Context: an optimization exercise on an open-source flow, tuned for small area, a short achievable clock period and few clock cycles per item. The choices shown serve that exercise and are no tape-out recipe. The RTL was checked by simulation tests, not by an equivalence proof against the original design. In runs 3 to 5 the design's own scripts or RTL, not TritonCTS, make the clock network. The flow treats the clock pin as an ideal source. Dropping or thinning the clock tree relies on that and would not hold on a real chip. No activity file was given, so power comes from the tool's default toggle rates.

### design.v
module echo_background (
    input  wire        clk,
    input  wire        rst,
    input  wire        in_valid,
    output wire        in_ready,
    input  wire [19:0] bin,
    input  wire [1:0]  size,        
    input  wire [4:0]  seg_k,       
    input  wire [9:0]  mult,        
    input  wire [9:0]  floor_cnt,   
    output reg         out_valid,
    input  wire        out_ready,
    output reg  [23:0] b16,
    output reg  [24:0] t16
);
    localparam [25:0] INF = 26'h3FFFFFF;    
    localparam B_IDLE = 3'd0, B_SUM = 3'd1, B_DIV = 3'd2, B_MUL0 = 3'd3,
               B_MUL = 3'd4, B_SQRT = 3'd5, B_FIN = 3'd6, B_OUT = 3'd7;
    reg [2:0]  bst;             
    reg [4:0]  cnt;             
    reg [10:0] bin_cnt;         
    reg [1:0]  cur_size;        
    reg [4:0]  cur_k;
    reg        f_segend;        
    reg        f_seg0end;       
    reg        f_last;          
    reg        rdy;             
    assign in_ready = rdy;
    wire take = in_valid && rdy;
    wire [10:0] nxt      = bin_cnt + 11'd1;
    wire [10:0] seg_mask = (11'd8 << cur_size) - 11'd1;
    wire [10:0] last_bin = (11'd256 << cur_size) - 11'd1;
    wire        f_last_n = take ? (nxt == last_bin) : f_last;
    wire        busy_n   = (bst == B_IDLE) ? (take && f_last) : !(bst == B_OUT && out_ready);
    wire [4:0]  k_eff    = (seg_k == 5'd0) ? 5'd1 : (seg_k > 5'd16) ? 5'd16 : seg_k;
    reg [19:0] d_bin;
    reg        d_segend, d_first, d_last;
    reg [25:0] acc;
    wire [25:0] acc_next = acc + {6'b0, d_bin};
    reg        tgl;             
    reg [25:0] ring [0:15];
    reg [25:0] ca;
    reg [3:0]  cnta;
    reg        acta, firsta, inita;
    wire [25:0] ea  = firsta ? {26{inita}} : ring[15];
    wire        lta = acta && (ca < ea);
    wire        lda = d_segend && !tgl;
    reg [25:0] cb;
    reg [3:0]  cntb;
    reg        actb, lastb;
    wire [25:0] eb  = ring[7];
    wire        ltb = actb && (cb < eb);
    wire        ldb = d_segend && tgl;
    reg [4:0]  s2_k;
    reg [1:0]  s2_size;
    reg [9:0]  s2_mult;         
    reg        acc_on, acc_fin;
    reg [30:0] A;               
    reg [3:0]  R;               
    reg [19:0] H;               
    reg [19:0] MC;              
    reg [21:0] SR;              
    wire [4:0]  dtrial = {R, A[30]};
    wire [5:0]  ddiff  = {1'b0, dtrial} - {1'b0, s2_k};
    wire        dge    = !ddiff[5];
    wire        pbit   = (bst == B_SUM) ? s2_mult[0] : A[0];
    wire [20:0] psum   = {1'b0, H} + (pbit ? {1'b0, MC} : 21'd0);
    wire [23:0] strial = {SR, H[19:18]};
    wire [23:0] ssub   = {2'b00, MC, 2'b01};
    wire [24:0] sdiff  = {1'b0, strial} - {1'b0, ssub};
    wire        sge    = !sdiff[24];
    always @(posedge clk) begin
        if (rst) begin
            bin_cnt   <= 11'd0;
            f_segend  <= 1'b0;
            f_seg0end <= 1'b0;
            f_last    <= 1'b0;
            d_segend  <= 1'b0;
            d_first   <= 1'b0;
            d_last    <= 1'b0;
            tgl       <= 1'b0;
            acta      <= 1'b0;
            actb      <= 1'b0;
            firsta    <= 1'b0;
            rdy       <= 1'b1;
            bst       <= B_IDLE;
            acc_on    <= 1'b0;
            acc_fin   <= 1'b0;
            out_valid <= 1'b0;
        end else begin
            rdy      <= !(f_last_n && busy_n);
            d_segend <= take && f_segend;
            d_first  <= take && f_seg0end;
            d_last   <= take && f_last;
            if (take) begin
                bin_cnt   <= f_last ? 11'd0 : nxt;
                f_segend  <= (nxt & seg_mask) == seg_mask;
                f_seg0end <= nxt == seg_mask;
                f_last    <= nxt == last_bin;
            end
            if (d_segend) tgl <= !tgl;
            if (acta && cnta == 4'd15) begin
                acta   <= 1'b0;
                firsta <= 1'b0;
            end
            if (lda) begin
                acta   <= 1'b1;
                firsta <= d_first;
            end
            if (actb && cntb == 4'd15) actb <= 1'b0;
            if (ldb) actb <= 1'b1;
            acc_on  <= actb && lastb;
            acc_fin <= actb && lastb && (cntb == 4'd15);
            case (bst)
                B_IDLE: if (take && f_last) bst <= B_SUM;
                B_SUM:  if (acc_fin) bst <= B_DIV;
                B_DIV:  if (cnt == 5'd1) bst <= B_MUL0;
                B_MUL0: bst <= B_MUL;
                B_MUL:  if (cnt == 5'd1) bst <= B_SQRT;
                B_SQRT: if (cnt == 5'd1) bst <= B_FIN;
                B_FIN:  begin
                    out_valid <= 1'b1;
                    bst       <= B_OUT;
                end
                B_OUT:  if (out_ready) begin
                    out_valid <= 1'b0;
                    bst       <= B_IDLE;
                end
                default: bst <= B_IDLE;
            endcase
        end
    end
    integer i;
    always @(posedge clk) begin
        for (i = 1; i < 16; i = i + 1)
            if (i != 8) ring[i] <= ring[i-1];
        ring[0] <= lta ? ca : ea;
        ring[8] <= ltb ? cb : eb;
        if (bin_cnt == 11'd0) begin    
            cur_size <= size;
            cur_k    <= k_eff;
        end
        d_bin <= take ? bin : 20'd0;
        acc   <= (d_segend || rst) ? 26'd0 : acc_next;
        if (lda) begin
            ca    <= acc_next;
            cnta  <= 4'd0;
            inita <= 1'b1;
        end else begin
            if (lta) ca <= ea;
            cnta  <= cnta + 4'd1;
            inita <= {1'b0, cnta + 4'd1} < cur_k;
        end
        if (ldb) begin
            cb    <= acc_next;
            cntb  <= 4'd0;
            lastb <= d_last;
        end else begin
            if (ltb) cb <= eb;
            cntb <= cntb + 4'd1;
        end
        case (bst)
            B_IDLE: begin
                s2_k    <= cur_k;
                s2_size <= size;
                s2_mult <= mult;
                t16     <= {11'd0, floor_cnt, 4'd0};
                A       <= 31'd0;
                MC      <= {10'd0, mult};
                H       <= 20'd0;
                cnt     <= 5'd10;
            end
            B_SUM: begin
                if (acc_on)
                    A <= A + {ring[8], 1'b0};
                if (cnt != 5'd0) begin    
                    H       <= psum[20:1];
                    s2_mult <= {psum[0], s2_mult[9:1]};
                    cnt     <= cnt - 5'd1;
                end
                if (acc_fin) begin
                    R   <= 4'd0;
                    cnt <= 5'd31 - {3'd0, s2_size};
                end
            end
            B_DIV: begin
                R   <= dge ? ddiff[3:0] : dtrial[3:0];
                A   <= {A[29:0], dge};
                cnt <= cnt - 5'd1;
            end
            B_MUL0: begin
                b16 <= A[23:0];
                t16 <= t16 + {1'b0, A[23:0]};
                MC  <= {H[9:0], s2_mult};
                H   <= 20'd0;
                cnt <= 5'd24;
            end
            B_MUL: begin
                H       <= psum[20:1];
                A[23:0] <= {psum[0], A[23:1]};
                cnt     <= cnt - 5'd1;
                if (cnt == 5'd1) begin
                    SR  <= 22'd0;
                    MC  <= 20'd0;
                    cnt <= 5'd20;
                end
            end
            B_SQRT: begin
                SR      <= sge ? sdiff[21:0] : strial[21:0];
                MC      <= {MC[18:0], sge};
                H       <= {H[17:0], A[23:22]};
                A[23:0] <= {A[21:0], 2'b00};
                cnt     <= cnt - 5'd1;
            end
            B_FIN: t16 <= t16 + {5'd0, MC};
            default: ;
        endcase
    end
endmodule
### flow/run.sh
#!/bin/bash
set -euo pipefail
bash standard.sh SETUP_SLACK_MARGIN=8.4 finish > make_finish.log 2>&1
### standard.sh
#!/bin/bash
# synth_recipe.tcl (not shown) runs the flow's synth.tcl, then flattens the netlist and writes it again
# the make line also repeats each setting of config.mk as NAME=value (left out here)
make -C /OpenROAD-flow-scripts/flow DESIGN_CONFIG=/design/flow/config.mk WORK_HOME=/design/flow/orfs CLKGATE_MAP_FILE= SYNTH_SCRIPT=/design/flow/synth_recipe.tcl "${@:-finish}"
### config.mk
export PLATFORM = sky130hd
export DESIGN_NAME = echo_background
export DESIGN_NICKNAME = echo_background
export VERILOG_FILES = /design/flow/design.v
export SDC_FILE = /design/flow/constraint.sdc
export NUM_CORES = 4
export LEC_CHECK = 0
export CAP_MARGIN = 20
export CORE_MARGIN = 2
export CORE_UTILIZATION = 40
export SLEW_MARGIN = 20
### constraint.sdc
create_clock -name core_clock -period 12.0 [get_ports {clk}]
set_input_delay 2.4000 -clock core_clock [delete_from_list [all_inputs] [get_ports {clk}]]
set_output_delay 2.4000 -clock core_clock [all_outputs]
set_load 0.01 [all_outputs]
==> out/results.ini, run 1 <==
[sta]
setup_viol=0
fmax_mhz=274.5
period_minus_slack_ns=3.643
setup_tns_ns=0
fin_ws_ns=8.357
rsz0062_at_grt=true
worst_pin_slew_ns=0.9496
slew_violations=0
clock_skew_ns=0.02294
hold_viol_final=0
slew_headroom=0.3506
post-route-period-util=0.3036

[logic_synthesis]
synth-async-reset-ratio=0
synthTopCellsByArea=dfxtp_1, edfxtp_1, ha_1
ys_ff_latch=727
synth_edf_count=228
synth-compound-area-share=0.1345
synthSimpleGateAreaFrac=0.1035
ys_types=91
synth_area_um2=29020
synthXorXnorAreaFrac=0.03502
synth_fa_ha_area_frac=0.08538
synth_top_area_share=0.3443
ys.flop_type=dfxtp_1
synth_cells=2590
syn_area_per_cell_um2=11.20
yosysTopAreaCell=dfxtp_1
yosysSeqAreaShare=0.5803
synth_common_cells=dfxtp_1, edfxtp_1, nand2_1
synth.most_common_cell=dfxtp_1
ys.warnings.count=2
synth_mux_area_frac=0.02859
synth_top_family_by_area=compound AO/OA/AOI/OAI gates

[setup_path]
crit_path_end_kind=primary output
crit_chain=buf_2
cp.arrival_ns=1.24
setup.worst_path.class=reg2out
crit_path_top_delay_cell=edfxtp_1
reg2regPathDepth=16
cp.required_ns=9.60
r2r_end=H[18]
r2r-start=bst[1]
critPathMaxStageDelay_ns=0.44
rrSetupSlack_ns=8.46
cp_num_buf_inv=1
start_kind=flop
critPathMaxFanout=2
cp_top_family=flip-flops

[route]
vias=19450
wirelength_um=66660
wire_per_inst_um=17.71
drt_iter0_markers=1382
antenna_left=0
drc=0
viasPerCell=5.166
first_pass_iters=6

[clock_network]
cts_max_level=3
cts.path.max_buffers=3
clock-sinks=727
clk_latency_ns=0.62
cts_buffers=76
clk_pin_slew_ns=0.06
cts_tree=built
cts-root-buf=clkbuf_16

[pwr]
seqPwrFrac=0.456
pwr-share-comb=0.176
fin_total_pwr_mw=6.405
internal_power_mw=4.557
power.density_nw_per_um2=188.6
peakVddDrop_v=0.0001093
leakage_nw=14.24
swShare=0.2886
p_clk_frac=0.368
switchingPower_mw=1.848

[global_route]
grt_max_degree=56
grt_pass1_vias=19040
grt_overflow=0
grtUsageTotal=0.1752
grt_pass1_wl_um=103700
antenna_found_initial=1

[cells_and_area]
fillCellCount=6533
n_antenna_cell=0
areaGrowthSynthToFinish_pct=17.07
fin_nets=2997
drive_gt1_frac=0.1347

[die]
boundaryPins=102
design.die.area_um2=74710
die_w_um=273.3
rows=98
die_h_um=273.3
start_util=0.4052
core_area_um2=71610

[run]
cap_violations=0

[hold_path]
whs_path_depth=0
hp-start=ring[0][18]
min_to=ring[1][18]
hold_class=reg2reg

[placement]
gp_congestion=0.8645
dp_slack_ns=6.528
place_hpwl_um=45440
port_buffers=101

[status]
outcome=no timing/DRC/antenna violations

[power by group through the flow]
stage	logic [mW]	clock network [mW]	registers, mW
6_report	1.13	2.36	2.92
3_5_place_dp	1.05	0	2.98
5_1_grt	1.25	2.52	2.94
4_1_cts	1.09	2.41	2.93
3_3_place_gp	1.03	0	2.98
2_1_floorplan	0.728	0	2.91
[flip-flops by register name, indices dropped and copies added, names as in the netlist, 2 cells and up]
signal / cells
bin_cnt: 11
cur_size: 2
cb: 26
A: 31
cnt: 5
s2_size: 2
d_bin: 20
t16: 25
ring: 416
ca: 26
H: 20
s2_mult: 10
cntb: 4
bst: 3
cnta: 4
MC: 20
s2_k: 5
b16: 24
acc: 26
SR: 22
cur_k: 5
R: 4
[logic make-up after synthesis]
kind of cell             Yosys count
XOR/XNOR                         116
adder cells (fa/ha/maj)          195
AO/OA/AOI/OAI                    601
AND/OR/NAND/NOR                  635
buffers and inverters            238
multiplexers                      77
other                              1
flip-flops                       727
[stage by stage]
stage	instances	hold slack, ns	instance area (um2)	util
after floorplan	2591	0.3096	29050	-
after global placement	3575	0.3097	31060	0.4337
after detailed placement	3575	0.3121	31060	0.4338
after CTS	3745	0.3177	33680	0.4703
after global routing	3764	0.3241	33970	0.4744
final	3764	0.3188	33970	0.4744
[metal layers]
metal  GRT usage  vias to the layer above  part of all wire
li1            -                     9565                 -
met1      0.2362                     9369              0.46
met2      0.2847                      391              0.47
met3     0.02649                      119             0.041
met4     0.06572                        2             0.031
met5           0                        -           0.00017
[placed cells by master, fill, tap and decap left out, types with 31 or more instances in the layout]
| master | count |
|---|---|
| dfxtp_1 | 494 |
| edfxtp_1 | 228 |
| nand2_1 | 193 |
| ha_1 | 187 |
| nor2_1 | 182 |
| a21oi_1 | 160 |
| o21ai_0 | 150 |
| inv_1 | 145 |
| clkbuf_16 | 83 |
| a21o_1 | 72 |
| xnor2_1 | 65 |
| buf_4 | 63 |
| xor2_1 | 51 |
| buf_2 | 51 |
| clkdlybuf4s50_1 | 49 |
| mux2_2 | 47 |
| a22o_1 | 40 |
| nor3_1 | 36 |
| nand3_1 | 33 |
| and3_1 | 31 |
[what timing repair did]
action                                  in CTS  in global routing
endpoints found under the setup margin     134                134
resized for setup                          234                 33
endpoints found under the hold margin        0                  0
hold buffers                                 0                  0
setup buffers                               28                 17
cloned                                       1                  2
pin swaps                                    5                  6
[worst max-delay path by stage]
| stage | start | endpoint | cells after the start |
|---|---|---|---|
| 2_1_floorplan | bst[1] | H[15] | 17 |
| 3_3_place_gp | in_valid | rdy | 7 |
| 3_5_place_dp | in_valid | rdy | 7 |
| 4_1_cts | bst[0] | t16[24] | 16 |
| 5_1_grt | bst[1] | H[18] | 16 |
| 6_report | t16[18] | t16[18] | 1 |
[cell type report]
type / instances / area (um2) / share of cell area
sequential: 727 / 16850 / 0.4960
multi-input combinational: 1628 / 11510 / 0.3389
clock buffer: 102 / 2248 / 0.06619
timing repair buffer: 170 / 1301 / 0.03831
tap: 950 / 1189 / 0.03499
inverter: 148 / 555.5 / 0.01635
clock inverter: 39 / 312.8 / 0.009208
Testbench counts, summed over its fixed seeds: cycles 40,445, histograms 96.
==> run 2: changes to the inputs <==
--- a/design.v
+++ b/design.v
@@ -20,7 +20,6 @@
     reg [4:0]  cnt;             
     reg [10:0] bin_cnt;         
     reg [1:0]  cur_size;        
-    reg [4:0]  cur_k;
     reg        f_segend;        
     reg        f_seg0end;       
     reg        f_last;          
@@ -32,7 +31,8 @@
     wire [10:0] last_bin = (11'd256 << cur_size) - 11'd1;
     wire        f_last_n = take ? (nxt == last_bin) : f_last;
     wire        busy_n   = (bst == B_IDLE) ? (take && f_last) : !(bst == B_OUT && out_ready);
-    wire [4:0]  k_eff    = (seg_k == 5'd0) ? 5'd1 : (seg_k > 5'd16) ? 5'd16 : seg_k;
+    reg  [4:0]  cur_seg_k;      
+    wire [4:0]  cur_k    = (cur_seg_k == 5'd0) ? 5'd1 : (cur_seg_k > 5'd16) ? 5'd16 : cur_seg_k;
     reg [19:0] d_bin;
     reg        d_segend, d_first, d_last;
     reg [25:0] acc;
@@ -86,7 +86,6 @@
             bst       <= B_IDLE;
             acc_on    <= 1'b0;
             acc_fin   <= 1'b0;
-            out_valid <= 1'b0;
         end else begin
             rdy      <= !(f_last_n && busy_n);
             d_segend <= take && f_segend;
@@ -118,17 +117,23 @@
                 B_MUL0: bst <= B_MUL;
                 B_MUL:  if (cnt == 5'd1) bst <= B_SQRT;
                 B_SQRT: if (cnt == 5'd1) bst <= B_FIN;
-                B_FIN:  begin
-                    out_valid <= 1'b1;
-                    bst       <= B_OUT;
-                end
-                B_OUT:  if (out_ready) begin
-                    out_valid <= 1'b0;
-                    bst       <= B_IDLE;
-                end
+                B_FIN:  bst <= B_OUT;
+                B_OUT:  if (out_ready) bst <= B_IDLE;
                 default: bst <= B_IDLE;
             endcase
         end
+    end
+    wire        t_idle = bst == B_IDLE;
+    wire        t_mul0 = bst == B_MUL0;
+    wire        t_fin  = bst == B_FIN;
+    wire        t_hold = !(t_idle || t_mul0 || t_fin);
+    wire [24:0] t_add  = t16 + (t_mul0 ? {1'b0, A[23:0]} : {5'd0, MC});
+    always @(posedge clk) begin
+        out_valid <= !rst && (t_fin || (out_valid && !out_ready));
+        b16 <= ({24{t_mul0}} & A[23:0]) | ({24{!t_mul0}} & b16);
+        t16 <= ({25{t_idle}} & {11'd0, floor_cnt, 4'd0})
+             | ({25{t_mul0 || t_fin}} & t_add)
+             | ({25{t_hold}} & t16);
     end
     integer i;
     always @(posedge clk) begin
@@ -138,7 +143,7 @@
         ring[8] <= ltb ? cb : eb;
         if (bin_cnt == 11'd0) begin    
             cur_size <= size;
-            cur_k    <= k_eff;
+            cur_seg_k <= seg_k;
         end
         d_bin <= take ? bin : 20'd0;
         acc   <= (d_segend || rst) ? 26'd0 : acc_next;
@@ -164,7 +169,6 @@
                 s2_k    <= cur_k;
                 s2_size <= size;
                 s2_mult <= mult;
-                t16     <= {11'd0, floor_cnt, 4'd0};
                 A       <= 31'd0;
                 MC      <= {10'd0, mult};
                 H       <= 20'd0;
@@ -189,8 +193,6 @@
                 cnt <= cnt - 5'd1;
             end
             B_MUL0: begin
-                b16 <= A[23:0];
-                t16 <= t16 + {1'b0, A[23:0]};
                 MC  <= {H[9:0], s2_mult};
                 H   <= 20'd0;
                 cnt <= 5'd24;
@@ -212,7 +214,6 @@
                 A[23:0] <= {A[21:0], 2'b00};
                 cnt     <= cnt - 5'd1;
             end
-            B_FIN: t16 <= t16 + {5'd0, MC};
             default: ;
         endcase
     end
==> flow/run.sh (replaced) <==
#!/bin/bash
# The standard layout (standard.sh: the same synthesis, floorplan, place,
# route and finish) with two changes that keep the SDC and its 12 ns clock:
#  - repair_timing is asked for a setup margin, so the resizer works the
#    paths down to about 3.6 ns instead of stopping at 12 ns;
#  - the clock tree clusters up to 30 flip-flops (60 um) per leaf buffer and
#    inserts no dummy loads, which halves the clock buffers.
set -euo pipefail
bash standard.sh SETUP_SLACK_MARGIN=8.4 \
  "CTS_ARGS=-sink_clustering_enable -repair_clock_nets -sink_clustering_size 30 -sink_clustering_max_diameter 60 -dont_use_dummy_load" \
  finish > make_finish.log 2>&1
==> run 2 against run 1 <==
The layout now fails its checks (max-capacitance violations, max-slew violations); final area down 3.5%; utilization shrank 1.6 points; first-iteration DRC count is 1.5% lower; routed wire length rose by 3.3%; largest power group unchanged; clock-buffer cell count fell by 50; critical path depth unchanged.
==> out/results.ini, run 2 <==
[cells_and_area]
fin_nets=2980  ; was 2997
layout_commonest_cell=dfxtp_1  ; unchanged
stdcell_area_um2=32800  ; was 33970 um2
regArea_um2=16650  ; was 16850 um2
instances_no_fill=3687  ; was 3764
most-common-layout-cells=dfxtp_1, edfxtp_1, nand2_1  ; unchanged
n_antenna_cell=0  ; unchanged
multi_input_area_um2=11730  ; was 11510 um2
areaGrowthSynthToFinish_pct=13.15  ; was 17.07%
fillCellCount=6618  ; was 6533
regMostFlops=ring  ; unchanged
top_regs=ring (416), A (31)  ; unchanged
drive_gt1_frac=0.1063  ; was 0.1347
largest_register_ffs=416  ; unchanged

[sta]
hold_viol_final=0  ; unchanged
fin_ws_ns=8.345  ; was 8.357 ns
slew_violations=5  ; was 0
slew_headroom=-0.06357  ; was 0.3506
setup_tns_ns=0  ; unchanged
setup_viol=0  ; unchanged
fmax_mhz=273.6  ; was 274.5 MHz
post-route-period-util=0.3046  ; was 0.3036
worst_pin_slew_ns=1.555  ; was 0.9496 ns
clock_skew_ns=0.1299  ; was 0.02294 ns
period_minus_slack_ns=3.655  ; was 3.643 ns
rsz0062_at_grt=true  ; unchanged

[clock_network]
clock-sinks=727  ; unchanged
cts_tree=built  ; unchanged
cts_buffers=52  ; was 76
cts.path.max_buffers=3  ; unchanged
cts-root-buf=clkbuf_16  ; unchanged
cts_max_level=2  ; was 3
clk_pin_slew_ns=0.09  ; was 0.06 ns
clk_latency_ns=0.65  ; was 0.62 ns

[run]
cap_violations=1  ; was 0

[setup_path]
crit_chain=buf_2  ; unchanged
rrSetupSlack_ns=8.47  ; was 8.46 ns
crit_path_end_kind=primary output  ; unchanged
crit_path_top_delay_cell=edfxtp_1  ; unchanged
cp_top_family=flip-flops  ; unchanged
cp.required_ns=9.60  ; about the same
cp_num_buf_inv=1  ; unchanged
reg2regPathDepth=18  ; was 16
start_kind=flop  ; unchanged
r2r_end=H[18]  ; unchanged
critPathMaxFanout=1  ; was 2
critPathMaxStageDelay_ns=0.47  ; was 0.44 ns
setup.worst_path.class=reg2out  ; unchanged
r2r-start=bst[0]  ; was bst[1]
cp.arrival_ns=1.26  ; was 1.24 ns

[route]
viasPerCell=5.312  ; was 5.166
drt_iter0_markers=1361  ; was 1382
vias=19590  ; was 19.45k
drc=0  ; unchanged
wirelength_um=68850  ; was 66660 um
first_pass_iters=7  ; was 6
wire_per_inst_um=18.67  ; was 17.71 um
antenna_left=0  ; unchanged

[placement]
place_inst=3595  ; was 3575
dpl_cell_area_um2=30970  ; was 31060 um2
port_buffers=101  ; unchanged
gp_congestion=0.8870  ; was 0.8645
place_hpwl_um=47730  ; was 45440 um
dp_slack_ns=7.124  ; was 6.528 ns

[die]
boundaryPins=102  ; unchanged
design.die.area_um2=74630  ; was 74710 um2
start_util=0.4048  ; was 0.4052
die_h_um=273.2  ; was 273.3 um
core_area_um2=71610  ; unchanged
rows=98  ; unchanged
die_w_um=273.2  ; was 273.3 um

[hold_path]
whs_path_depth=0  ; unchanged
hp-start=ring[9][6]  ; was ring[0][18]
hold_class=reg2reg  ; unchanged
min_to=ring[10][6]  ; was ring[1][18]

[logic_synthesis]
synth.most_common_cell=dfxtp_1  ; unchanged
synth-async-reset-ratio=0  ; unchanged
ys.warnings.count=2  ; unchanged
synth_common_cells=dfxtp_1, edfxtp_1, nand2_1  ; unchanged
ys.flop_type=dfxtp_1  ; unchanged
synthTopCellsByArea=dfxtp_1, edfxtp_1, ha_1  ; unchanged
synth_area_um2=28980  ; was 29020 um2
synth_cells=2622  ; was 2590
synth_top_area_share=0.3619  ; was 0.3443
yosysTopAreaCell=dfxtp_1  ; unchanged
ys_ff_latch=727  ; unchanged
synth_edf_count=203  ; was 228
ys_types=84  ; was 91
syn_area_per_cell_um2=11.05  ; was 11.20 um2
yosysSeqAreaShare=0.5722  ; was 0.5803

[global_route]
grt_max_degree=70  ; was 56
grt_pass1_vias=18920  ; was 19.04k
antenna_found_initial=0  ; was 1
grt_pass1_wl_um=105800  ; was 103700 um
grt_overflow=0  ; unchanged
grtUsageTotal=0.1790  ; was 0.1752

[status]
outcome=failed layout checks  ; was no timing/DRC/antenna violations
so.violations=max-capacitance violations, max-slew violations

[pwr]
fin_total_pwr_mw=5.930  ; was 6.405 mW
leakage_nw=13.26  ; was 14.24 nW
peakVddDrop_v=0.00008995  ; was 0.0001093 V
power.density_nw_per_um2=180.8  ; was 188.6 nW/um2

run 2: cell count changes in the layout (fill, tap and decap cells not counted), sizes merged, moves of 23 or more:
| cell | before | now |
|---|---|---|
| a22o | 40 | 15 |
| clkbuf | 102 | 53 |
| inv | 160 | 124 |
| edfxtp | 228 | 203 |
| a22oi | 4 | 27 |
| mux2i | 30 | 56 |
| dfxtp | 499 | 524 |
| buf | 121 | 98 |
run 2: worst reg2reg max path, stage by stage (launching register included):
cell and delay (ns):
dfxtp_4 0.37, buf_12 0.11, nand2b_4 0.07, nor2_4 0.14
mux2i_2 0.27, buf_6 0.16, buf_6 0.10, buf_4 0.10
nor2_2 0.03, ha_1 0.36, o21ai_2 0.11, nor2_4 0.08
o211ai_1 0.22, o211ai_1 0.14, a221o_1 0.37, a221o_1 0.31
a21oi_2 0.14, xnor2_1 0.08, a22o_1 0.17
run 2: cell families (layout without fill, tap and decap cells):
kind of cell | Yosys count | in the layout | share of synthesized area
AND/OR/NAND/NOR | 652 | 652 | 0.1068
other | 1 | 2 | 0.0001294
XOR/XNOR | 117 | 117 | 0.03535
adder cells (fa/ha/maj) | 190 | 190 | 0.08332
buffers and inverters | 228 | 341 | 0.03095
multiplexers | 100 | 100 | 0.03889
AO/OA/AOI/OAI | 607 | 608 | 0.1323
flip-flops | 727 | 727 | 0.5722
run 2: stage by stage:
| step | util | hold WS, ns |
|---|---|---|
| floorplan | - | 0.3096 |
| global placement | 0.4326 | 0.3097 |
| detailed placement | 0.4326 | 0.3121 |
| CTS | 0.4544 | 0.2653 |
| global route | 0.4580 | 0.2814 |
| finish | 0.4580 | 0.2635 |
run 2: cell type report:
cell class,count,area share
Tap cell,950,0.03624
Inverter,125,0.01438
Multi-Input combinational cell,1669,0.3577
Sequential cell,727,0.5078
Clock buffer,52,0.03968
Timing Repair Buffer,164,0.04418
run 2: how the worst max path moves through the flow:
stage | startpoint | to | slack (ns) | cells after the start
6_report | flop | b16[23] | 8.34 | 1
5_1_grt | bst[0] | t16[22] | 8.25 | 16
4_1_cts | flop | b16[23] | 8.28 | 1
3_5_place_dp | bst[0] | t16[21] | 7.12 | 15
3_3_place_gp | bst[0] | H[17] | 7.19 | 17
2_1_floorplan | bst[1] | H[18] | 8.40 | 16
run 2: where the power goes:
group | internal [mW] | leakage (nW) | switching [mW]
logic | 0.540 | 6.29 | 0.885
registers | 2.77 | 6.33 | 0.196
clock network | 0.761 | 0.641 | 0.783
total | 4.07 | 13.3 | 1.86
run 2: routing by layer:
layer	vias up	GRT usage	share of wire
met5	-	0	0
met2	520	0.2894	0.45
met1	9434	0.2507	0.47
li1	9530	-	-
met4	0	0.04817	0.023
met3	103	0.02579	0.052
run 2: timing repair:
item,CTS,global route
hold buffers,0,0
endpoints found under the hold margin,0,0
gates resized for setup,257,39
endpoints found under the setup margin,132,82
pin swaps,8,17
cloned,3,2
buffers inserted,19,16
Testbench counts of run 2, summed over its fixed seeds: cycles 40,445, histograms 96.
==> run 3: changes to the inputs <==
--- a/design.v
+++ b/design.v
@@ -29,8 +29,10 @@
     wire [10:0] nxt      = bin_cnt + 11'd1;
     wire [10:0] seg_mask = (11'd8 << cur_size) - 11'd1;
     wire [10:0] last_bin = (11'd256 << cur_size) - 11'd1;
-    wire        f_last_n = take ? (nxt == last_bin) : f_last;
-    wire        busy_n   = (bst == B_IDLE) ? (take && f_last) : !(bst == B_OUT && out_ready);
+    wire        nxt_last = (nxt == last_bin) && !f_last;
+    wire        rdy_n    = !((take ? nxt_last : f_last) && (bst != B_IDLE)
+                             && !((bst == B_OUT) && out_ready));
+    reg         rst_d;           
     reg  [4:0]  cur_seg_k;      
     wire [4:0]  cur_k    = (cur_seg_k == 5'd0) ? 5'd1 : (cur_seg_k > 5'd16) ? 5'd16 : cur_seg_k;
     reg [19:0] d_bin;
@@ -64,7 +66,8 @@
     wire [5:0]  ddiff  = {1'b0, dtrial} - {1'b0, s2_k};
     wire        dge    = !ddiff[5];
     wire        pbit   = (bst == B_SUM) ? s2_mult[0] : A[0];
-    wire [20:0] psum   = {1'b0, H} + (pbit ? {1'b0, MC} : 21'd0);
+    wire [20:0] hsum   = {1'b0, H} + {1'b0, MC};
+    wire [20:0] psum   = pbit ? hsum : {1'b0, H};
     wire [23:0] strial = {SR, H[19:18]};
     wire [23:0] ssub   = {2'b00, MC, 2'b01};
     wire [24:0] sdiff  = {1'b0, strial} - {1'b0, ssub};
@@ -87,7 +90,7 @@
             acc_on    <= 1'b0;
             acc_fin   <= 1'b0;
         end else begin
-            rdy      <= !(f_last_n && busy_n);
+            rdy      <= rdy_n;
             d_segend <= take && f_segend;
             d_first  <= take && f_seg0end;
             d_last   <= take && f_last;
@@ -146,7 +149,8 @@
             cur_seg_k <= seg_k;
         end
         d_bin <= take ? bin : 20'd0;
-        acc   <= (d_segend || rst) ? 26'd0 : acc_next;
+        rst_d <= rst;
+        acc   <= (d_segend || rst_d) ? 26'd0 : acc_next;
         if (lda) begin
             ca    <= acc_next;
             cnta  <= 4'd0;
==> flow/run.sh (replaced) <==
#!/bin/bash
# The standard layout (standard.sh: the same synthesis, floorplan, place,
# route and finish), with the SDC and its 12 ns clock unchanged, and two
# changes:
#  - repair_timing is asked for a setup margin, so the resizer works the
#    paths down to about 3.45 ns instead of stopping at 12 ns;
#  - the clock tree is built by flow/cts_tree.tcl (sourced as the PRE_CTS
#    hook): two levels of clkbuf_16, 4 roots fed by the clock port and 32
#    leaf buffers of about 23 flip-flops each, balanced by construction.
set -euo pipefail
here=$(pwd)
bash standard.sh SETUP_SLACK_MARGIN=8.55 PRE_CTS_TCL="$here/flow/cts_tree.tcl" \
  finish > make_finish.log 2>&1
==> flow/cts_tree.tcl (new file) <==
# Clock tree built here in place of TritonCTS (sourced as the PRE_CTS hook of
# ORFS's cts.tcl; it replaces the clock_tree_synthesis command that cts.tcl
# then calls). The flip-flops are split by recursive bisection of their
# placement into 32 groups; each group gets one clkbuf_16 at its centre. The
# first two bisection levels give 4 quadrants; each quadrant gets a clkbuf_16
# root at the centre of its leaf buffers, fed from the clock port. Every
# flip-flop sees the same two buffers between the clock port and its pin.

proc cts_tree_split { pts depth } {
  # pts: list of {x y iterm}; returns a nested list of groups, 2^depth leaves
  if { $depth == 0 } { return [list $pts] }
  set xs {}; set ys {}
  foreach p $pts { lappend xs [lindex $p 0]; lappend ys [lindex $p 1] }
  set xs [lsort -integer $xs]; set ys [lsort -integer $ys]
  set dx [expr {[lindex $xs end] - [lindex $xs 0]}]
  set dy [expr {[lindex $ys end] - [lindex $ys 0]}]
  set k [expr {$dx >= $dy ? 0 : 1}]
  set s [lsort -integer -index $k $pts]
  set h [expr {[llength $s] / 2}]
  return [concat [cts_tree_split [lrange $s 0 [expr {$h - 1}]] [expr {$depth - 1}]] \
                 [cts_tree_split [lrange $s $h end] [expr {$depth - 1}]]]
}

proc cts_tree_centre { pts } {
  set sx 0; set sy 0
  foreach p $pts { set sx [expr {$sx + [lindex $p 0]}]; set sy [expr {$sy + [lindex $p 1]}] }
  set n [llength $pts]
  return [list [expr {$sx / $n}] [expr {$sy / $n}]]
}

proc cts_tree_buffer { block master name x y innet outname } {
  set inst [odb::dbInst_create $block $master $name]
  set site 460
  set x [expr {($x / $site) * $site}]
  $inst setLocation $x $y
  $inst setPlacementStatus PLACED
  set out [odb::dbNet_create $block $outname]
  $out setSigType CLOCK
  [$inst findITerm A] connect $innet
  [$inst findITerm X] connect $out
  return $out
}

proc cts_tree_build { } {
  set block [ord::get_db_block]
  set master [[ord::get_db] findMaster sky130_fd_sc_hd__clkbuf_16]
  set clk [$block findNet clk]
  set pts {}
  foreach it [$clk getITerms] {
    set inst [$it getInst]
    set loc [$inst getLocation]
    set w [[$inst getMaster] getWidth]
    set hgt [[$inst getMaster] getHeight]
    lappend pts [list [expr {[lindex $loc 0] + $w / 2}] [expr {[lindex $loc 1] + $hgt / 2}] $it]
  }
  set leaves [cts_tree_split $pts 5]
  set nl 0
  for {set q 0} {$q < 4} {incr q} {
    set group [lrange $leaves [expr {$q * 8}] [expr {$q * 8 + 7}]]
    set cs {}
    foreach g $group { lappend cs [cts_tree_centre $g] }
    set rc [cts_tree_centre $cs]
    set rnet [cts_tree_buffer $block $master clkbuf_root_$q [lindex $rc 0] [lindex $rc 1] $clk clknet_root_$q]
    foreach g $group c $cs {
      set lnet [cts_tree_buffer $block $master clkbuf_leaf_$nl [lindex $c 0] [lindex $c 1] $rnet clknet_leaf_$nl]
      foreach p $g {
        set it [lindex $p 2]
        $it disconnect
        $it connect $lnet
      }
      incr nl
    }
  }
  global_connect
  set_propagated_clock [all_clocks]
  puts "cts_tree: 4 roots, $nl leaf buffers, [llength $pts] sinks"
}

rename clock_tree_synthesis cts_tree_unused
proc clock_tree_synthesis { args } { cts_tree_build }
==> run 3 against run 2 <==
Now clean on timing, DRC and antenna; synthesized area up 1.3%; global-route usage up 0.35 points; sequential share of layout area grew 0.11 points; clock skew shrank 0.084 ns; maximum frequency is 6.5% higher; hold slack improved by 0.050 ns; power is 9.9% lower; die area rose by 1.3%; routed wire length grew 3.6%; combinational power fell by 15%; utilization fell by 0.88 points; final cell count increased by 1.6%.
==> out/results.ini, run 3 <==
[route]
wire_per_inst_um=19.04  ; was 18.67 um
drc=0  ; unchanged
wirelength_um=71330  ; was 68850 um
viasPerCell=5.310  ; was 5.312
antenna_left=0  ; unchanged
first_pass_iters=5  ; was 7
drt_iter0_markers=1353  ; was 1361
vias=19900  ; was 19.59k

[clock_network]
clk_latency_ns=0.40  ; was 0.65 ns
clk_pin_slew_ns=0.10  ; was 0.09 ns

[logic_synthesis]
synth_common_cells=dfxtp_1, nand2_1, edfxtp_1  ; was dfxtp_1, edfxtp_1, nand2_1
synth_edf_count=203  ; unchanged
ys.flop_type=dfxtp_1  ; unchanged
ys.warnings.count=2  ; unchanged
synthTopCellsByArea=dfxtp_1, edfxtp_1, ha_1  ; unchanged
synth.most_common_cell=dfxtp_1  ; unchanged
synth_area_um2=29350  ; was 28980 um2
yosysTopAreaCell=dfxtp_1  ; unchanged
syn_area_per_cell_um2=10.87  ; was 11.05 um2
synth-async-reset-ratio=0  ; unchanged
ys_ff_latch=728  ; was 727
yosysSeqAreaShare=0.5657  ; was 0.5722
ys_types=79  ; was 84
synth_cells=2701  ; was 2622
synth_top_area_share=0.3581  ; was 0.3619

[die]
die_w_um=274.9  ; was 273.2 um
core_area_um2=72830  ; was 71610 um2
rows=99  ; was 98
start_util=0.4030  ; was 0.4048
boundaryPins=102  ; unchanged
design.die.area_um2=75560  ; was 74630 um2
die_h_um=274.9  ; was 273.2 um

[global_route]
grtUsageTotal=0.1824  ; was 0.1790
antenna_found_initial=4  ; was 0
grt_pass1_vias=19070  ; was 18.92k
grt_overflow=0  ; unchanged
grt_max_degree=57  ; was 70
grt_pass1_wl_um=109800  ; was 105800 um

[pwr]
internal_power_mw=3.719  ; was 4.067 mW
peakVddDrop_v=0.0001592  ; was 0.00008995 V
swShare=0.3036  ; was 0.3142
pwr-share-comb=0.225  ; was 0.240
switchingPower_mw=1.622  ; was 1.863 mW
fin_total_pwr_mw=5.341  ; was 5.930 mW
power.density_nw_per_um2=163.2  ; was 180.8 nW/um2
p_clk_frac=0.235  ; was 0.260
leakage_nw=12.93  ; was 13.26 nW
seqPwrFrac=0.540  ; was 0.499

[sta]
setup_viol=0  ; unchanged
hold_viol_final=0  ; unchanged
slew_violations=0  ; was 5
rsz0062_at_grt=true  ; unchanged
slew_headroom=0.3032  ; was -0.06357
whs_ns=0.3137  ; was 0.2635 ns
clock_skew_ns=0.04600  ; was 0.1299 ns
post-route-period-util=0.2860  ; was 0.3046
fmax_mhz=291.4  ; was 273.6 MHz
setup_tns_ns=0  ; unchanged
worst_pin_slew_ns=1.045  ; was 1.555 ns
period_minus_slack_ns=3.431  ; was 3.655 ns

[cells_and_area]
regArea_um2=16650  ; about the same
largest_register_ffs=416  ; unchanged
top_regs=ring (416), A (31)  ; unchanged
drive_gt1_frac=0.08579  ; was 0.1063
layout_commonest_cell=dfxtp_1  ; unchanged
instances_no_fill=3747  ; was 3687
fillCellCount=6838  ; was 6618
most-common-layout-cells=dfxtp_1, nand2_1, edfxtp_1  ; was dfxtp_1, edfxtp_1, nand2_1
multi_input_area_um2=12010  ; was 11730 um2
areaGrowthSynthToFinish_pct=11.46  ; was 13.15%
regMostFlops=ring  ; unchanged
fin_nets=3029  ; was 2980

[setup_path]
cp_num_buf_inv=1  ; unchanged
critPathMaxFanout=3  ; was 1
critPathMaxStageDelay_ns=0.38  ; was 0.47 ns
start_kind=flop  ; unchanged
crit_path_top_delay_cell=dfxtp_2  ; was edfxtp_1
cp.required_ns=9.60  ; about the same
setup.worst_path.class=reg2out  ; unchanged
crit_chain=clkdlybuf4s15_1  ; was buf_2
reg2regPathDepth=8  ; was 18
cp.depth=1  ; unchanged
cp.arrival_ns=1.03  ; was 1.26 ns
cp_top_family=flip-flops  ; unchanged
crit_path_end_kind=primary output  ; unchanged

[hold_path]
whs_path_depth=0  ; unchanged
hold_class=reg2reg  ; unchanged

[placement]
gp_congestion=0.9368  ; was 0.8870
port_buffers=101  ; unchanged
place_inst=3677  ; was 3595
place_hpwl_um=50080  ; was 47730 um

[status]
outcome=no timing/DRC/antenna violations  ; was failed layout checks

[run]
cap_violations=0  ; was 1

## run 3: cell types whose count changed after synthesis, moves of 8 or more
cell,before,now
a21oi_1,161,194
mux2_2,23,48
a21o_1,66,86
mux2_4,19,0
o21ai_0,158,173
a22o_1,15,2
nor2_1,173,185
a22oi_1,27,38
xnor2_1,61,71
nand3_1,48,56
## run 3: logic make-up (layout without fill, tap and decap cells)
family | after synthesis | after routing | synth area share
xor gates and xnor gates | 126 | 126 | 0.03760
other | 1 | 4 | 0.0001278
buffers and inverters | 231 | 313 | 0.03099
DFF | 728 | 728 | 0.5657
adders and majority gates | 190 | 190 | 0.08227
and+or+nand+nor | 658 | 659 | 0.1044
muxes | 102 | 102 | 0.03683
AOI/OAI and AO/OA | 665 | 666 | 0.1421
## run 3: area by class of cell
type,instances,area share
timing repair buffer,149,0.04471
inverter,127,0.01469
multi-input combinational,1745,0.3670
timing repair inverter,1,0.0002295
antenna,2,0.0001530
buffer,36,0.02754
sequential,728,0.5090
tap,959,0.03668
## run 3: power by group through the flow
stage / sequential (mW) / combinational [mW] / clock (mW)
6_report: 2.88 / 1.20 / 1.25
5_1_grt: 2.91 / 1.33 / 1.37
4_1_cts: 2.89 / 1.18 / 1.29
3_5_place_dp: 2.94 / 1.17 / 0
3_3_place_gp: 2.94 / 1.15 / 0
2_1_floorplan: 2.86 / 0.847 / 0
## run 3: per-stage QoR
step	util	area, um2	worst slack [ns]
after CTS	0.4477	32610	8.483
after global routing	0.4491	32710	8.515
final	0.4492	32720	8.569
after detailed placement	0.4299	31310	7.553
after global placement	0.4299	31310	7.577
after floorplan	-	29380	8.433
## run 3: what timing repair did
item	CTS	global route
resized for setup	175	42
buffers inserted	17	6
setup endpoints to repair	169	75
cloned	9	0
pin swaps	5	15
hold buffers	0	0
## run 3: metal layers
layer  share of wire  global-route usage  vias up
li1                -                   -     9733
met1            0.47              0.2592     9549
met2            0.46              0.3012      517
met3           0.050             0.02060       95
met4           0.022             0.03656        4
met5         0.00034                   0        -
## run 3: path summary, 6_finish.rpt
check,start,to,slack [ns]
setup / recovery,t16[3],t16[3],8.57
hold reg to reg,ring[3][23],ring[4][23],0.31
setup reg to reg,A[4],A[26],8.65
hold / removal,ring[3][23],ring[4][23],0.31
Testbench counts of run 3, summed over its fixed seeds: cycles 40,445, histograms 96.
==> run 4: changes to the inputs <==
--- a/config.mk
+++ b/config.mk
@@ -7,5 +7,5 @@
 export LEC_CHECK = 0
 export CAP_MARGIN = 20
 export CORE_MARGIN = 2
-export CORE_UTILIZATION = 40
+export CORE_UTILIZATION = 60
 export SLEW_MARGIN = 20
==> run 4 against run 3 <==
Global-route usage up 8.7 points; routed wire length down 1.6%; power up 0.14%; utilization up 22 points; hold slack better by 0.0070 ns; sequential power about the same; critical path depth unchanged; final cell count down 8.9%; final area down 1.1%; maximum frequency down 0.29%.
==> out/results.ini, run 4 <==
[pwr]
leakage_nw=12.98  ; was 12.93 nW
power.density_nw_per_um2=165.2  ; was 163.2 nW/um2
peakVddDrop_v=0.0001233  ; was 0.0001592 V

[sta]
slew_headroom=0.2928  ; was 0.3032
rsz0062_at_grt=true  ; unchanged
setup_tns_ns=0  ; unchanged
post-route-period-util=0.2868  ; was 0.2860
slew_violations=0  ; unchanged
fin_ws_ns=8.559  ; was 8.569 ns
period_minus_slack_ns=3.441  ; was 3.431 ns
setup_viol=0  ; unchanged
whs_ns=0.3208  ; was 0.3137 ns
hold_viol_final=0  ; unchanged
worst_pin_slew_ns=1.061  ; was 1.045 ns
clock_skew_ns=0.03760  ; was 0.04600 ns
fmax_mhz=290.6  ; was 291.4 MHz

[die]
design.die.area_um2=50710  ; was 75560 um2
start_util=0.6034  ; was 0.4030
die_w_um=225.2  ; was 274.9 um
core_area_um2=48650  ; was 72830 um2
die_h_um=225.2  ; was 274.9 um
rows=81  ; was 99
boundaryPins=102  ; unchanged

[placement]
gp_congestion=0.9371  ; was 0.9368
place_inst=3341  ; was 3677
place_hpwl_um=49760  ; was 50080 um
port_buffers=101  ; unchanged
dp_slack_ns=7.138  ; was 7.553 ns

[route]
first_pass_iters=5  ; unchanged
wirelength_um=70200  ; was 71330 um
viasPerCell=5.905  ; was 5.310
drt_iter0_markers=1572  ; was 1353
wire_per_inst_um=20.56  ; was 19.04 um
drc=0  ; unchanged
vias=20160  ; was 19.90k
antenna_left=0  ; unchanged

[global_route]
grt_overflow=0  ; unchanged
grt_pass1_wl_um=107200  ; was 109800 um
grtUsageTotal=0.2690  ; was 0.1824
grt_pass1_vias=19160  ; was 19.07k
grt_max_degree=56  ; was 57
antenna_found_initial=6  ; was 4

[cells_and_area]
top_regs=ring (416), A (31)  ; unchanged
instances_no_fill=3414  ; was 3747
fin_nets=3034  ; was 3029
areaGrowthSynthToFinish_pct=10.27  ; was 11.46%
most-common-layout-cells=dfxtp_1, nand2_1, edfxtp_1  ; unchanged
drive_gt1_frac=0.08563  ; was 0.08579
largest_register_ffs=416  ; unchanged
layout_commonest_cell=dfxtp_1  ; unchanged
regMostFlops=ring  ; unchanged

[logic_synthesis]
ys.warnings.count=2  ; unchanged
synth_cells=2701  ; unchanged
synthTopCellsByArea=dfxtp_1, edfxtp_1, ha_1  ; unchanged
synth-async-reset-ratio=0  ; unchanged
synth.most_common_cell=dfxtp_1  ; unchanged
yosysTopAreaCell=dfxtp_1  ; unchanged
ys_ff_latch=728  ; unchanged
synth_edf_count=203  ; unchanged
ys_types=79  ; unchanged
ys.flop_type=dfxtp_1  ; unchanged
syn_area_per_cell_um2=10.87  ; unchanged
synth_common_cells=dfxtp_1, nand2_1, edfxtp_1  ; unchanged
yosysSeqAreaShare=0.5657  ; unchanged
synth_top_area_share=0.3581  ; unchanged
synth_area_um2=29350  ; unchanged

[clock_network]
clk_pin_slew_ns=0.09  ; was 0.10 ns
clk_latency_ns=0.40  ; about the same
hold_buffers=0  ; unchanged

[setup_path]
cp.required_ns=9.60  ; about the same
cp.arrival_ns=1.04  ; was 1.03 ns
start_kind=flop  ; unchanged
critPathMaxStageDelay_ns=0.47  ; was 0.38 ns
rrSetupSlack_ns=8.65  ; about the same
setup.worst_path.class=reg2out  ; unchanged
critPathMaxFanout=1  ; was 3
crit_path_top_delay_cell=edfxtp_1  ; was dfxtp_2
crit_chain=buf_2  ; was clkdlybuf4s15_1
crit_path_end_kind=primary output  ; unchanged
cp_top_family=flip-flops  ; unchanged
cp_num_buf_inv=1  ; unchanged

[status]
outcome=no timing/DRC/antenna violations  ; unchanged

[run]
cap_violations=0  ; unchanged

[hold_path]
hold_class=reg2reg  ; unchanged

run 4: power by group:
part	switching, mW	internal [mW]	total, mW
logic	0.745	0.481	1.23
clock network	0.702	0.539	1.24
registers	0.164	2.72	2.88
run 4: cells by family (layout without fill, tap and decap cells):
kind of cell / after synthesis / in the layout / share of synthesized area
other: 1 / 3 / 0.0001278
adder cells (fa/ha/maj): 190 / 190 / 0.08227
AO/OA/AOI/OAI: 665 / 665 / 0.1421
multiplexers: 102 / 102 / 0.03683
AND/OR/NAND/NOR: 658 / 660 / 0.1044
XOR/XNOR: 126 / 126 / 0.03760
flip-flops: 728 / 728 / 0.5657
buffers and inverters: 231 / 318 / 0.03099
run 4: stage by stage:
stage | cell area (um2) | power, mW | util
2_1_floorplan | 29380 | 3.710 | -
3_3_place_gp | 30900 | 4.072 | 0.6352
3_5_place_dp | 30910 | 4.098 | 0.6353
4_1_cts | 32190 | 5.346 | 0.6617
5_1_grt | 32370 | 5.591 | 0.6653
6_report | 32370 | 5.348 | 0.6654
run 4: final cells by class:
| class | instances | area, um2 |
|---|---|---|
| timing repair inverter | 1 | 7.507 |
| timing repair buffer | 154 | 1554 |
| multi-input combinational | 1745 | 11980 |
| fill | 3813 | 16280 |
| inverter | 127 | 480.5 |
| tap | 622 | 778.2 |
| sequential | 728 | 16660 |
| antenna | 1 | 2.502 |
| buffer | 36 | 900.9 |
run 4: worst paths after layout:
path / start / to / cells past startpoint
max: flop / b16[6] / 1
min reg2reg: ring[2][24] / ring[3][24] / 0
max reg2reg: bst[0] / t16[24] / 16
min: ring[2][24] / ring[3][24] / 0
run 4: what timing repair did:
| action | in CTS | in global routing |
|---|---|---|
| cloned | 8 | 2 |
| gates resized for setup | 183 | 35 |
| buffers inserted | 16 | 10 |
| setup endpoints to repair | 149 | 84 |
| pin swaps | 4 | 8 |
run 4: layer usage:
| layer | track usage | share of wire | up-vias |
|---|---|---|---|
| li1 | - | - | 9753 |
| met1 | 0.4052 | 0.47 | 9705 |
| met2 | 0.4152 | 0.44 | 579 |
| met3 | 0.02751 | 0.059 | 118 |
| met4 | 0.07050 | 0.029 | 4 |
| met5 | 0 | 0.00038 | - |
==> run 5: changes to the inputs <==
--- a/design.v
+++ b/design.v
@@ -29,16 +29,18 @@
     wire [10:0] nxt      = bin_cnt + 11'd1;
     wire [10:0] seg_mask = (11'd8 << cur_size) - 11'd1;
     wire [10:0] last_bin = (11'd256 << cur_size) - 11'd1;
-    wire        nxt_last = (nxt == last_bin) && !f_last;
-    wire        rdy_n    = !((take ? nxt_last : f_last) && (bst != B_IDLE)
-                             && !((bst == B_OUT) && out_ready));
+    wire        busy     = bst != B_IDLE;
+    wire        last_t   = (nxt == last_bin) && !f_last && busy;    
+    wire        last_h   = f_last && busy;                          
+    wire        rdy_n    = !((take ? last_t : last_h) && !((bst == B_OUT) && out_ready));
     reg         rst_d;           
     reg  [4:0]  cur_seg_k;      
     wire [4:0]  cur_k    = (cur_seg_k == 5'd0) ? 5'd1 : (cur_seg_k > 5'd16) ? 5'd16 : cur_seg_k;
     reg [19:0] d_bin;
+    reg        d_take;
     reg        d_segend, d_first, d_last;
     reg [25:0] acc;
-    wire [25:0] acc_next = acc + {6'b0, d_bin};
+    wire [25:0] acc_next = acc + {6'b0, d_take ? d_bin : 20'd0};
     reg        tgl;             
     reg [25:0] ring [0:15];
     reg [25:0] ca;
@@ -91,6 +93,7 @@
             acc_fin   <= 1'b0;
         end else begin
             rdy      <= rdy_n;
+            sel_q    <= (bst == B_DIV) && (cnt == 5'd1);
             d_segend <= take && f_segend;
             d_first  <= take && f_seg0end;
             d_last   <= take && f_last;
@@ -130,10 +133,11 @@
     wire        t_mul0 = bst == B_MUL0;
     wire        t_fin  = bst == B_FIN;
     wire        t_hold = !(t_idle || t_mul0 || t_fin);
-    wire [24:0] t_add  = t16 + (t_mul0 ? {1'b0, A[23:0]} : {5'd0, MC});
+    reg         sel_q;           
+    wire [24:0] t_add  = t16 + (sel_q ? {1'b0, A[23:0]} : {5'd0, MC});
     always @(posedge clk) begin
         out_valid <= !rst && (t_fin || (out_valid && !out_ready));
-        b16 <= ({24{t_mul0}} & A[23:0]) | ({24{!t_mul0}} & b16);
+        b16 <= ({24{t_mul0}} & A[23:0]) | ({24{t_hold || t_fin}} & b16);    
         t16 <= ({25{t_idle}} & {11'd0, floor_cnt, 4'd0})
              | ({25{t_mul0 || t_fin}} & t_add)
              | ({25{t_hold}} & t16);
@@ -148,7 +152,8 @@
             cur_size <= size;
             cur_seg_k <= seg_k;
         end
-        d_bin <= take ? bin : 20'd0;
+        d_bin  <= bin;
+        d_take <= take;
         rst_d <= rst;
         acc   <= (d_segend || rst_d) ? 26'd0 : acc_next;
         if (lda) begin
==> flow/run.sh (replaced) <==
#!/bin/bash
# The standard layout (standard.sh: the same synthesis, floorplan, place,
# route and finish), with the SDC and its 12 ns clock unchanged, and two
# changes:
#  - repair_timing is asked for a setup margin, so the resizer works the
#    paths down to about 3.4 ns instead of stopping at 12 ns;
#  - the clock tree is built by flow/cts_tree.tcl (sourced as the PRE_CTS
#    hook): two levels of clkbuf_16, 4 roots fed by the clock port and 32
#    leaf buffers of about 23 flip-flops each, balanced by construction.
set -euo pipefail
here=$(pwd)
bash standard.sh SETUP_SLACK_MARGIN=8.6 PRE_CTS_TCL="$here/flow/cts_tree.tcl" \
  finish > make_finish.log 2>&1
==> run 5 against run 4 <==
Register-to-register slack improved by 0.04 ns; sequential cell count increased by 2; combinational power increased by 5%; clock power about the same; synthesized cell count increased by 0.56%; die area decreased by 0.55%; critical endpoint is now t16[13]; first-iteration DRC count decreased by 19%; global-route usage decreased by 0.22 points; power increased by 1.3%; routed wire length decreased by 1.7%.
==> out/results.ini, run 5 <==
[status]
outcome=no timing/DRC/antenna violations  ; unchanged

[route]
first_pass_iters=5  ; unchanged
wirelength_um=68980  ; was 70200 um
drt_iter0_markers=1275  ; was 1572
viasPerCell=5.855  ; was 5.905
vias=20160  ; unchanged
wire_per_inst_um=20.03  ; was 20.56 um
drc=0  ; unchanged
antenna_left=0  ; unchanged

[clock_network]
clk_latency_ns=0.40  ; about the same
clk_pin_slew_ns=0.10  ; was 0.09 ns

[die]
core_area_um2=47850  ; was 48650 um2
design.die.area_um2=50430  ; was 50710 um2
boundaryPins=102  ; unchanged
die_h_um=224.6  ; was 225.2 um
start_util=0.6100  ; was 0.6034
die_w_um=224.6  ; was 225.2 um
rows=80  ; was 81

[run]
cap_violations=0  ; unchanged

[pwr]
fin_total_pwr_mw=5.416  ; was 5.348 mW
peakVddDrop_v=0.00009915  ; was 0.0001233 V
power.density_nw_per_um2=166.7  ; was 165.2 nW/um2
leakage_nw=13.13  ; was 12.98 nW

[cells_and_area]
fillCellCount=3702  ; was 3813
fin_nets=3070  ; was 3034
areaGrowthSynthToFinish_pct=11.29  ; was 10.27%
n_antenna_cell=0  ; was 1
most-common-layout-cells=dfxtp_1, nand2_1, nor2_1  ; was dfxtp_1, nand2_1, edfxtp_1
drive_gt1_frac=0.1149  ; was 0.08563
largest_register_ffs=416  ; unchanged
top_regs=ring (416), A (31)  ; unchanged
layout_commonest_cell=dfxtp_1  ; unchanged
regMostFlops=ring  ; unchanged

[logic_synthesis]
synth.most_common_cell=dfxtp_1  ; unchanged
ys.warnings.count=2  ; unchanged
ys.flop_type=dfxtp_1  ; unchanged
ys_types=74  ; was 79
synth_top_area_share=0.3772  ; was 0.3581
synth-async-reset-ratio=0  ; unchanged
ys_ff_latch=730  ; was 728
synth_edf_count=180  ; was 203
syn_area_per_cell_um2=10.75  ; was 10.87 um2
synth_common_cells=dfxtp_1, nand2_1, nor2_1  ; was dfxtp_1, nand2_1, edfxtp_1
synth_cells=2716  ; was 2701
synthTopCellsByArea=dfxtp_1, edfxtp_1, ha_1  ; unchanged
yosysTopAreaCell=dfxtp_1  ; unchanged
synth_area_um2=29190  ; was 29350 um2
yosysSeqAreaShare=0.5624  ; was 0.5657

[global_route]
grt_overflow=0  ; unchanged
grt_pass1_vias=19820  ; was 19.16k
antenna_found_initial=1  ; was 6
grtUsageTotal=0.2669  ; was 0.2690
grt_pass1_wl_um=107800  ; was 107200 um
grt_max_degree=68  ; was 56

[setup_path]
critPathMaxFanout=3  ; was 1
start_kind=flop  ; unchanged
reg2regPathDepth=13  ; was 16
crit_chain=clkdlybuf4s15_2  ; was buf_2
cp_top_family=flip-flops  ; unchanged
cp_num_buf_inv=1  ; unchanged
crit_path_top_delay_cell=dfxtp_2  ; was edfxtp_1
setup.worst_path.class=reg2out  ; unchanged
cp.required_ns=9.60  ; about the same
cp.depth=1  ; unchanged
critPathMaxStageDelay_ns=0.36  ; was 0.47 ns
cp.arrival_ns=0.98  ; was 1.04 ns
crit_path_end_kind=primary output  ; unchanged

[sta]
rsz0062_at_grt=true  ; unchanged
setup_tns_ns=0  ; unchanged
setup_viol=0  ; unchanged
post-route-period-util=0.2814  ; was 0.2868
clock_skew_ns=0.03649  ; was 0.03760 ns
whs_ns=0.3059  ; was 0.3208 ns
hold_viol_final=0  ; unchanged
slew_violations=0  ; unchanged
period_minus_slack_ns=3.377  ; was 3.441 ns
worst_pin_slew_ns=1.077  ; was 1.061 ns
slew_headroom=0.2819  ; was 0.2928
fmax_mhz=296.1  ; was 290.6 MHz

[hold_path]
whs_path_depth=0  ; unchanged
hold_class=reg2reg  ; unchanged

[placement]
place_hpwl_um=49150  ; was 49760 um
gp_congestion=0.9225  ; was 0.9371
port_buffers=101  ; unchanged

run 5: cell count changes in the layout (fill, tap and decap cells not counted), sizes merged, moves of 19 or more:
cell / delta
and2: +27
a22o: +23
dfxtp: +25
nand3: -22
buf: +37
and3: -19
a21oi: -20
edfxtp: -23
run 5: per-layer routing:
metal,GRT usage,wire length [um]
met3,0.02260,2925
met2,0.4592,33010
met4,0.08417,2283
met5,0,16
met1,0.3589,30740
run 5: final timing paths:
path          startpoint      endpoint  slack, ns
max              t16[13]       t16[13]       8.62
min          ring[9][13]  ring[10][13]       0.31
max reg2reg        sel_q       t16[20]       8.69
min reg2reg  ring[9][13]  ring[10][13]       0.31
run 5: layout make-up:
cell class / instances / area, um2 / area share
flip-flops and latches: 730 / 16500 / 0.5080
well taps: 615 / 769.5 / 0.02369
plain buffers: 36 / 900.9 / 0.02773
repair buffers: 179 / 1567 / 0.04823
multi-input cells: 1754 / 12260 / 0.3775
inverters: 129 / 484.2 / 0.01491
run 5: power breakdown:
| group | total, mW | leakage (nW) | internal [mW] | switching [mW] |
|---|---|---|---|---|
| logic | 1.29 | 6.32 | 0.509 | 0.777 |
| clock network | 1.25 | 0.444 | 0.540 | 0.710 |
| registers | 2.88 | 6.36 | 2.71 | 0.173 |
| total | 5.42 | 13.1 | 3.76 | 1.66 |
run 5: logic make-up after synthesis:
kind of cell,share of synthesized area
simple gates,0.1085
flops,0.5624
mux,0.04094
buf+inv,0.03069
other cells,0.0001285
xor+xnor,0.03541
fa+ha+maj,0.08230
compound gates,0.1397
run 5: stage by stage:
step           worst slack (ns)  utilization  instances  instance area, um2
6_report                  8.623       0.6789       3443               32480
5_1_grt                   8.569       0.6789       3443               32480
4_1_cts                   8.599       0.6733       3420               32220
3_5_place_dp              7.732       0.6434       3348               30780
3_3_place_gp              7.717       0.6431       3348               30770
2_1_floorplan             8.621            -       2717               29210
run 5: what timing repair did:
action | 4_1_cts | 5_1_grt
setup buffers | 32 | 23
setup endpoints to repair | 193 | 144
gates resized for setup | 236 | 65
pin swaps | 9 | 17
hold buffers | 0 | 0
cloned | 4 | 0
Testbench counts of run 5, summed over its fixed seeds: cycles 40,445, histograms 96.

[port drivers added, routing unchanged]
The results above use ideal ports. As a check the final layouts listed here were re-extracted and re-timed, cells and wires unchanged.
Step 1 assumes that a clkbuf_16 drives the clock port and a buf_2 every other input.
Step 2 times the ports against the registers' clock, not the clock port: input delays grow and output delays shrink by t, the midpoint of the rising clock arrivals with the driver on.
a / b / c = ideal / step 1 / step 2; a / b = the first two.
run | shift t [ns] | setup slack, ns | worst setup path at the end | worst register clock-pin slew, ns | cell pins on the clock port's net
run 1 | 0.671 | 8.357 / 8.298 / 7.907 | input to register | 0.07 / 0.07 | 1
run 2 | 0.651 | 8.345 / 8.283 / 7.995 | input to register | 0.10 / 0.10 | 1
run 3 | 0.506 | 8.569 / 8.443 / 8.264 | input to register | 0.10 / 0.10 | 4
run 4 | 0.494 | 8.559 / 8.442 / 8.270 | input to register | 0.11 / 0.11 | 4
run 5 | 0.500 | 8.623 / 8.502 / 8.293 | input to register | 0.10 / 0.10 | 4
The setup slack of run 1, which loses most, moves by -0.059 ns with the drivers and by -0.450 ns with both steps.
